This design comes from an exercise in tuning for small area and a short achievable clock period on the open sky130 flow, not from production work. The RTL was checked by simulation tests, not by an equivalence proof against the original design.

`flow/run.sh`:
```
#!/bin/bash
# synth_recipe.tcl (not shown) runs the flow's synth.tcl, then flattens the netlist and writes it again
# the make line also repeats each setting of config.mk as NAME=value (left out here)
make -C /OpenROAD-flow-scripts/flow DESIGN_CONFIG=/design/flow/config.mk WORK_HOME=/design/flow/orfs CLKGATE_MAP_FILE= SYNTH_SCRIPT=/design/flow/synth_recipe.tcl finish
```
`flow/constraint.sdc`:
```
create_clock -name core_clock -period 20.0 [get_ports {clk}]
set_input_delay 4.0000 -clock core_clock [delete_from_list [all_inputs] [get_ports {clk}]]
set_output_delay 4.0000 -clock core_clock [all_outputs]
set_load 0.01 [all_outputs]
```
`flow/config.mk`:
```
export PLATFORM = sky130hd
export DESIGN_NAME = memi_bch79
export DESIGN_NICKNAME = memi_bch79
export VERILOG_FILES = /design/flow/design.v
export SDC_FILE = /design/flow/constraint.sdc
export NUM_CORES = 4
export LEC_CHECK = 0
export CAP_MARGIN = 20
export CORE_MARGIN = 2
export CORE_UTILIZATION = 40
export SLEW_MARGIN = 20
```
`flow/design.v`:
```
module memi_bch79 (
    input  wire        clk,
    input  wire        rst_n,
    input  wire        enc_valid,
    input  wire [63:0] enc_data,
    output reg         enc_out_valid,
    output reg  [78:0] enc_code,
    input  wire        dec_valid,
    input  wire [78:0] dec_code,
    output reg         dec_out_valid,
    output reg  [63:0] dec_data,
    output reg  [1:0]  dec_status      
);
    localparam [13:0] GEN = 14'h0377;     
    function [6:0] gf_mul_alpha;
        input [6:0] a;
        begin
            gf_mul_alpha = {a[5:0], 1'b0} ^ (a[6] ? 7'h09 : 7'h00);
        end
    endfunction
    function [6:0] gf_mul;
        input [6:0] a;
        input [6:0] b;
        integer k;
        reg [6:0] acc;
        reg [6:0] sh;
        begin
            acc = 7'd0;
            sh  = a;
            for (k = 0; k < 7; k = k + 1) begin
                if (b[k]) acc = acc ^ sh;
                sh = gf_mul_alpha(sh);
            end
            gf_mul = acc;
        end
    endfunction
    function [6:0] gf_sq;
        input [6:0] a;
        begin
            gf_sq = gf_mul(a, a);
        end
    endfunction
    function [6:0] gf_inv;
        input [6:0] a;
        integer k;
        reg [6:0] p;
        reg [6:0] acc;
        begin
            p   = a;
            acc = 7'd1;
            for (k = 0; k < 6; k = k + 1) begin
                p   = gf_sq(p);
                acc = gf_mul(acc, p);
            end
            gf_inv = acc;
        end
    endfunction
    reg        enc_v_q;
    reg [63:0] enc_d_q;
    reg [13:0] enc_rem;
    reg        enc_fb;
    reg [77:0] enc_word;
    integer    j;
    always @* begin
        enc_rem = 14'd0;
        for (j = 63; j >= 0; j = j - 1) begin
            enc_fb  = enc_d_q[j] ^ enc_rem[13];
            enc_rem = {enc_rem[12:0], 1'b0} ^ (enc_fb ? GEN : 14'd0);
        end
        enc_word = {enc_rem, enc_d_q};
    end
    always @(posedge clk) begin
        if (!rst_n) begin
            enc_v_q       <= 1'b0;
            enc_out_valid <= 1'b0;
        end else begin
            enc_v_q       <= enc_valid;
            enc_out_valid <= enc_v_q;
        end
        enc_d_q  <= enc_data;
        enc_code <= {^enc_word, enc_word};
    end
    reg        dec_v1;
    reg [78:0] dec_c1;
    function pos_bit;
        input [78:0] c;
        input integer p;
        begin
            if (p < 14) pos_bit = c[64 + p];
            else        pos_bit = c[p - 14];
        end
    endfunction
    reg [6:0] s1_c, s3_c;
    reg [6:0] pw1, pw3;
    integer   i;
    always @* begin
        s1_c = 7'd0;
        s3_c = 7'd0;
        pw1  = 7'd1;
        pw3  = 7'd1;
        for (i = 0; i < 78; i = i + 1) begin
            if (pos_bit(dec_c1, i)) begin
                s1_c = s1_c ^ pw1;
                s3_c = s3_c ^ pw3;
            end
            pw1 = gf_mul_alpha(pw1);
            pw3 = gf_mul_alpha(gf_mul_alpha(gf_mul_alpha(pw3)));
        end
    end
    reg        dec_v2;
    reg [63:0] dec_c2;
    reg [6:0]  s1_q, s3_q;
    reg        par_q;
    reg [6:0]  sigma2;
    reg [77:0] hit;
    reg [6:0]  a1, a2;
    reg [6:0]  nroots;
    reg        s_zero;
    reg        fix;
    reg [1:0]  status_c;
    reg [63:0] data_c;
    integer    p;
    always @* begin
        s_zero = (s1_q == 7'd0) && (s3_q == 7'd0);
        if (s1_q != 7'd0)
            sigma2 = gf_mul(s3_q, gf_inv(s1_q)) ^ gf_sq(s1_q);
        else
            sigma2 = 7'd0;
        a1     = 7'd1;       
        a2     = 7'd1;       
        nroots = 7'd0;
        for (p = 0; p < 78; p = p + 1) begin
            hit[p] = (s1_q != 7'd0) && ((a2 ^ gf_mul(s1_q, a1) ^ sigma2) == 7'd0);
            nroots = nroots + {6'd0, hit[p]};
            a1 = gf_mul_alpha(a1);
            a2 = gf_mul_alpha(gf_mul_alpha(a2));
        end
        fix = 1'b0;
        if (par_q) begin
            if (s_zero) begin
                status_c = 2'd1;
            end else if (s1_q != 7'd0 && sigma2 == 7'd0 && nroots == 7'd1) begin
                status_c = 2'd1;
                fix      = 1'b1;
            end else begin
                status_c = 2'd3;
            end
        end else begin
            if (s_zero) begin
                status_c = 2'd0;
            end else if (s1_q != 7'd0 && sigma2 == 7'd0 && nroots == 7'd1) begin
                status_c = 2'd2;
                fix      = 1'b1;
            end else if (s1_q != 7'd0 && sigma2 != 7'd0 && nroots == 7'd2) begin
                status_c = 2'd2;
                fix      = 1'b1;
            end else begin
                status_c = 2'd3;
            end
        end
        data_c = dec_c2;
        if (fix)
            data_c = data_c ^ hit[77:14];
    end
    always @(posedge clk) begin
        if (!rst_n) begin
            dec_v1        <= 1'b0;
            dec_v2        <= 1'b0;
            dec_out_valid <= 1'b0;
        end else begin
            dec_v1        <= dec_valid;
            dec_v2        <= dec_v1;
            dec_out_valid <= dec_v2;
        end
        dec_c1     <= dec_code;
        dec_c2     <= dec_c1[63:0];
        s1_q       <= s1_c;
        s3_q       <= s3_c;
        par_q      <= ^dec_c1;
        dec_data   <= data_c;
        dec_status <= status_c;
    end
endmodule
```
==> notes.md <==
logic make-up after synthesis:
family	Yosys count	synth area share, %
AOI/OAI and AO/OA	362	7.667
xor gates and xnor gates	1588	46.87
adders and majority gates	99	5.262
buffers and inverters	311	4.147
DFF	372	22.50
muxes	32	1.024
and+or+nand+nor	815	12.53
worst max-delay path, delay by kind of cell (launching register included):
family | cells | cell delay (ns)
adders and majority gates | 15 | 5.98
xor gates and xnor gates | 19 | 5.46
and+or+nand+nor | 11 | 3.24
buffers and inverters | 13 | 2.49
AOI/OAI and AO/OA | 7 | 1.43
DFF | 1 | 0.41
layer usage:
layer,up-vias,share of wire [%],track usage (%)
met2,1463,45,42.92
met3,307,10,6.082
met4,2,4.5,10.06
met5,-,0.010,0
li1,12427,-,-
met1,12956,40,35.51
final timing paths:
check / slack [ns] / cells after the start / to / startpoint
setup reg to reg: 0.85 / 65 / dec_data[13] / s1_q[0]
setup / recovery: 0.85 / 65 / dec_data[13] / s1_q[0]
hold / removal: 0.37 / 0 / enc_code[38] / enc_d_q[38]
hold reg to reg: 0.37 / 0 / enc_code[38] / enc_d_q[38]
stage by stage:
step                area, um2  hold WS (ns)
CTS                     38870        0.3715
global route            39250        0.3753
detailed placement      37570        0.3587
floorplan               33100        0.3258
global placement        37560        0.3576
finish                  39250        0.3676
timing repair:
action                     4_1_cts  5_1_grt
buffers inserted                 0       16
pin swaps                        0        7
cloned                           0        2
gates resized for setup          1       40
setup endpoints to repair       31       66
area by class of cell:
class	count	area (um2)	share of cell area (%)
repair buffers	441	4079	10.39
well taps	1070	1339	3.411
inverters	109	412.9	1.052
multi-input cells	2898	24670	62.86
clock buffers	50	1036	2.640
clock inverters	16	259.0	0.6599
flip-flops and latches	372	7450	18.98
sequential cells by signal, summed over array words and instances (netlist names):
register / cells
s3_q: 7
dec_out_valid: 1
dec_c2: 64
dec_v1: 1
par_q: 1
dec_c1: 79
dec_status: 2
enc_out_valid: 1
enc_d_q: 64
dec_data: 64
dec_v2: 1
enc_code: 79
enc_v_q: 1
s1_q: 7
Yosys cell counts, types with 7 or more instances:
master | number | area (um2)
sky130_fd_sc_hd__ha_1 | 32 | 400.4
sky130_fd_sc_hd__o21ai_1 | 9 | 45.04
sky130_fd_sc_hd__o211ai_1 | 24 | 180.2
sky130_fd_sc_hd__nand4_1 | 53 | 331.6
sky130_fd_sc_hd__nand2b_1 | 7 | 43.79
sky130_fd_sc_hd__nand3_1 | 138 | 690.7
sky130_fd_sc_hd__nor3_1 | 82 | 410.4
sky130_fd_sc_hd__nor2_1 | 175 | 656.9
sky130_fd_sc_hd__xnor3_1 | 78 | 1757
sky130_fd_sc_hd__buf_1 | 23 | 86.33
sky130_fd_sc_hd__xor2_1 | 272 | 2382
sky130_fd_sc_hd__xnor2_2 | 21 | 341.6
sky130_fd_sc_hd__and3_1 | 21 | 131.4
sky130_fd_sc_hd__nor4_1 | 44 | 275.3
sky130_fd_sc_hd__a21oi_1 | 85 | 425.4
sky130_fd_sc_hd__and2_1 | 16 | 100.1
sky130_fd_sc_hd__a211o_1 | 9 | 78.83
sky130_fd_sc_hd__nand4b_1 | 8 | 70.07
sky130_fd_sc_hd__xnor2_1 | 1191 | 10430
sky130_fd_sc_hd__o22ai_1 | 17 | 106.4
sky130_fd_sc_hd__buf_2 | 62 | 310.3
sky130_fd_sc_hd__or2_2 | 11 | 68.82
sky130_fd_sc_hd__or3_1 | 29 | 181.4
sky130_fd_sc_hd__a2111oi_0 | 7 | 61.31
sky130_fd_sc_hd__a211oi_1 | 15 | 112.6
sky130_fd_sc_hd__o2111ai_1 | 12 | 105.1
sky130_fd_sc_hd__xor2_2 | 7 | 113.9
sky130_fd_sc_hd__fa_1 | 67 | 1341
sky130_fd_sc_hd__nor2b_1 | 9 | 56.30
sky130_fd_sc_hd__o21ai_0 | 69 | 345.3
sky130_fd_sc_hd__buf_4 | 24 | 180.2
sky130_fd_sc_hd__clkbuf_1 | 88 | 330.3
sky130_fd_sc_hd__inv_1 | 98 | 367.9
sky130_fd_sc_hd__mux2i_1 | 26 | 260.3
sky130_fd_sc_hd__nand2_1 | 163 | 611.8
sky130_fd_sc_hd__a31oi_1 | 19 | 118.9
sky130_fd_sc_hd__or4_1 | 11 | 82.58
sky130_fd_sc_hd__o21a_1 | 9 | 67.56
sky130_fd_sc_hd__dfxtp_1 | 372 | 7447
sky130_fd_sc_hd__inv_2 | 10 | 37.54
sky130_fd_sc_hd__a21o_1 | 7 | 52.55
sky130_fd_sc_hd__nand3b_1 | 10 | 75.07
==> tab_implementation.tex <==
\begin{tabular}{lr}
\hline
Metric & Value \\
\hline
\multicolumn{2}{l}{\textbf{STA}} \\
\quad Normalized max-slew margin & 18.98\% \\
\quad Slew @ Worst Pin & 1.204 ns \\
\quad Final Critical Period & 19.15 ns \\
\quad Accumulated negative setup slack & 0 ns \\
\quad Count of final setup violators & 0 \\
\quad Final clock period utilization by the worst path & 95.73\% \\
\quad Final hold viol count & 0 \\
\quad Achievable clock frequency & 52.23 MHz \\
\quad Worst Skew & 0.03238 ns \\
\quad Final setup margin & 0.8533 ns \\
\quad Number of pins exceeding their max-slew limit in the final report & 0 \\
\multicolumn{2}{l}{\textbf{Floorplanning}} \\
\quad Overall die height & 291.7 um \\
\quad Core Area & 81980 um2 \\
\quad Die width & 291.7 um \\
\quad Number of core rows & 105 \\
\quad Die Area & 85060 um2 \\
\quad Starting Density & 40.37\% \\
\quad Top-level port count & 294 \\
\multicolumn{2}{l}{\textbf{Clock network}} \\
\quad Clock tree from TritonCTS & done \\
\quad Clock slew at reported path FFs & 0.06 ns \\
\quad Count of H-tree levels built during CTS & 2 \\
\quad Clock latency on the worst-skew pair & 0.57 ns \\
\quad Number of sinks driven by the clock tree & 372 \\
\quad Hold buffers post-CTS & 0 \\
\quad Buffer depth of the longest clock path & 3 \\
\quad Number of buffers added by the clock tree synthesis step & 37 \\
\quad Clock tree root buffer cell & sky130\_fd\_sc\_hd\_\_clkbuf\_16 \\
\multicolumn{2}{l}{\textbf{Worst setup path}} \\
\quad Arrival time of the worst setup path & 19.60 ns \\
\quad Top fanout value on the critical path & 51 \\
\quad WP data required & 20.45 ns \\
\quad Slowest Stage Delay on Critical Path & 0.61 ns \\
\quad Slowest cell on the critical path & sky130\_fd\_sc\_hd\_\_xnor3\_4 \\
\quad Setup crit start kind & flop \\
\quad Crit Path Category & reg -> reg \\
\quad Category of the worst setup path capture point & flop \\
\quad Cell occurring most often along the worst timing path & sky130\_fd\_sc\_hd\_\_xnor2\_1 \\
\multicolumn{2}{l}{\textbf{GRT}} \\
\quad Largest net degree at the start of global routing & 52 \\
\quad Remaining global-route overflow & 0 \\
\quad Number of global-route vias before repair & 26340 \\
\quad First-pass GRT wire length & 174400 um \\
\quad Number of antenna violations at the first check in global routing & 6 \\
\quad Overall Global Routing Usage & 26.93\% \\
\multicolumn{2}{l}{\textbf{Synth}} \\
\quad Yosys Warn Count & 1 \\
\quad Sequential-to-total area share from yosys stat & 22.50\% \\
\quad Most instantiated flip-flop cell in the synthesis netlist & sky130\_fd\_sc\_hd\_\_dfxtp\_1 \\
\quad Number of synthesized register bits & 372 \\
\quad Cells after Synth & 3579 \\
\quad Post-synthesis instance area & 33100 um2 \\
\quad Number of unique standard cell types used by synthesis & 102 \\
\quad Number of enable flip-flop cells after synthesis & 0 \\
\quad Share of flip-flops with an asynchronous set or reset & 0\% \\
\quad Syn\_nets & 3825 \\
\quad Mean area per synthesized cell & 9.247 um2 \\
\multicolumn{2}{l}{\textbf{Layout}} \\
\quad Number of fill cells & 7795 \\
\quad Total Nets Final & 4105 \\
\quad Area growth, synth to finish & 18.58\% \\
\quad Most common cell after layout, fill and taps aside & sky130\_fd\_sc\_hd\_\_xnor2\_1 \\
\quad Post-layout util & 47.88\% \\
\quad Non-filler instance count after layout & 4956 \\
\quad Fraction of final layout cells with drive strength greater than 1 & 9.521\% \\
\quad ANT cells & 0 \\
\quad Leading cell types in the layout, fill and taps excluded & 1169 x sky130\_fd\_sc\_hd\_\_xnor2\_1, 370 x sky130\_fd\_sc\_hd\_\_dfxtp\_1, 293 x sky130\_fd\_sc\_hd\_\_clkdlybuf4s50\_1 \\
\multicolumn{2}{l}{\textbf{Run}} \\
\quad \# Max-Cap Violations & 0 \\
\multicolumn{2}{l}{\textbf{Route}} \\
\quad Vias/cell & 5.479 \\
\quad DRC violations left & 0 \\
\quad Number of detailed-routing iterations run before antenna repair & 6 \\
\quad Via total after detailed routing & 27155 \\
\quad Antenna-violating nets left & 0 \\
\quad Number of DRC markers after the initial detailed-route iteration & 2703 \\
\quad Routed length per placed instance & 23.81 um \\
\quad Total length of routed wires & 118000 um \\
\multicolumn{2}{l}{\textbf{Placement}} \\
\quad Setup WS pre-CTS & -0.1072 ns \\
\quad Number of instances in the placed design & 4872 \\
\quad Quantity of I/O buffers inserted on ports & 293 \\
\quad Detail Placement HPWL & 89650 um \\
\quad Placer's final routability congestion estimate & 1.020 \\
\multicolumn{2}{l}{\textbf{Hold path}} \\
\quad Hold Path Class & reg -> reg \\
\multicolumn{2}{l}{\textbf{Run status}} \\
\quad Outcome & no timing/DRC/antenna violations \\
\hline
\end{tabular}

## re-timing with driven ports
No port has a modelled driver above. Below, the same layout with a new extraction and two added sets of constraints.
Step 1 assumes that a clkbuf_16 drives the clock port and a buf_2 every other input.
Step 2 also shifts input and output timing later by t, the mid clock arrival at the registers, as if the neighbouring blocks saw the same clock.
a / b / c = ideal / step 1 / step 2; a / b = the first two.
t, ns: 0.616
setup WS [ns]: 0.853 / 0.853 / 0.853
worst setup path at the end: register to register
latest minus earliest clock arrival (ns): 0.033 / 0.032
pins driven straight from the clock port: 1
After both steps setup and hold are still met in this run. For this run, drivers alone change the setup slack by 0.000 ns; drivers and shift together by 0.000 ns.
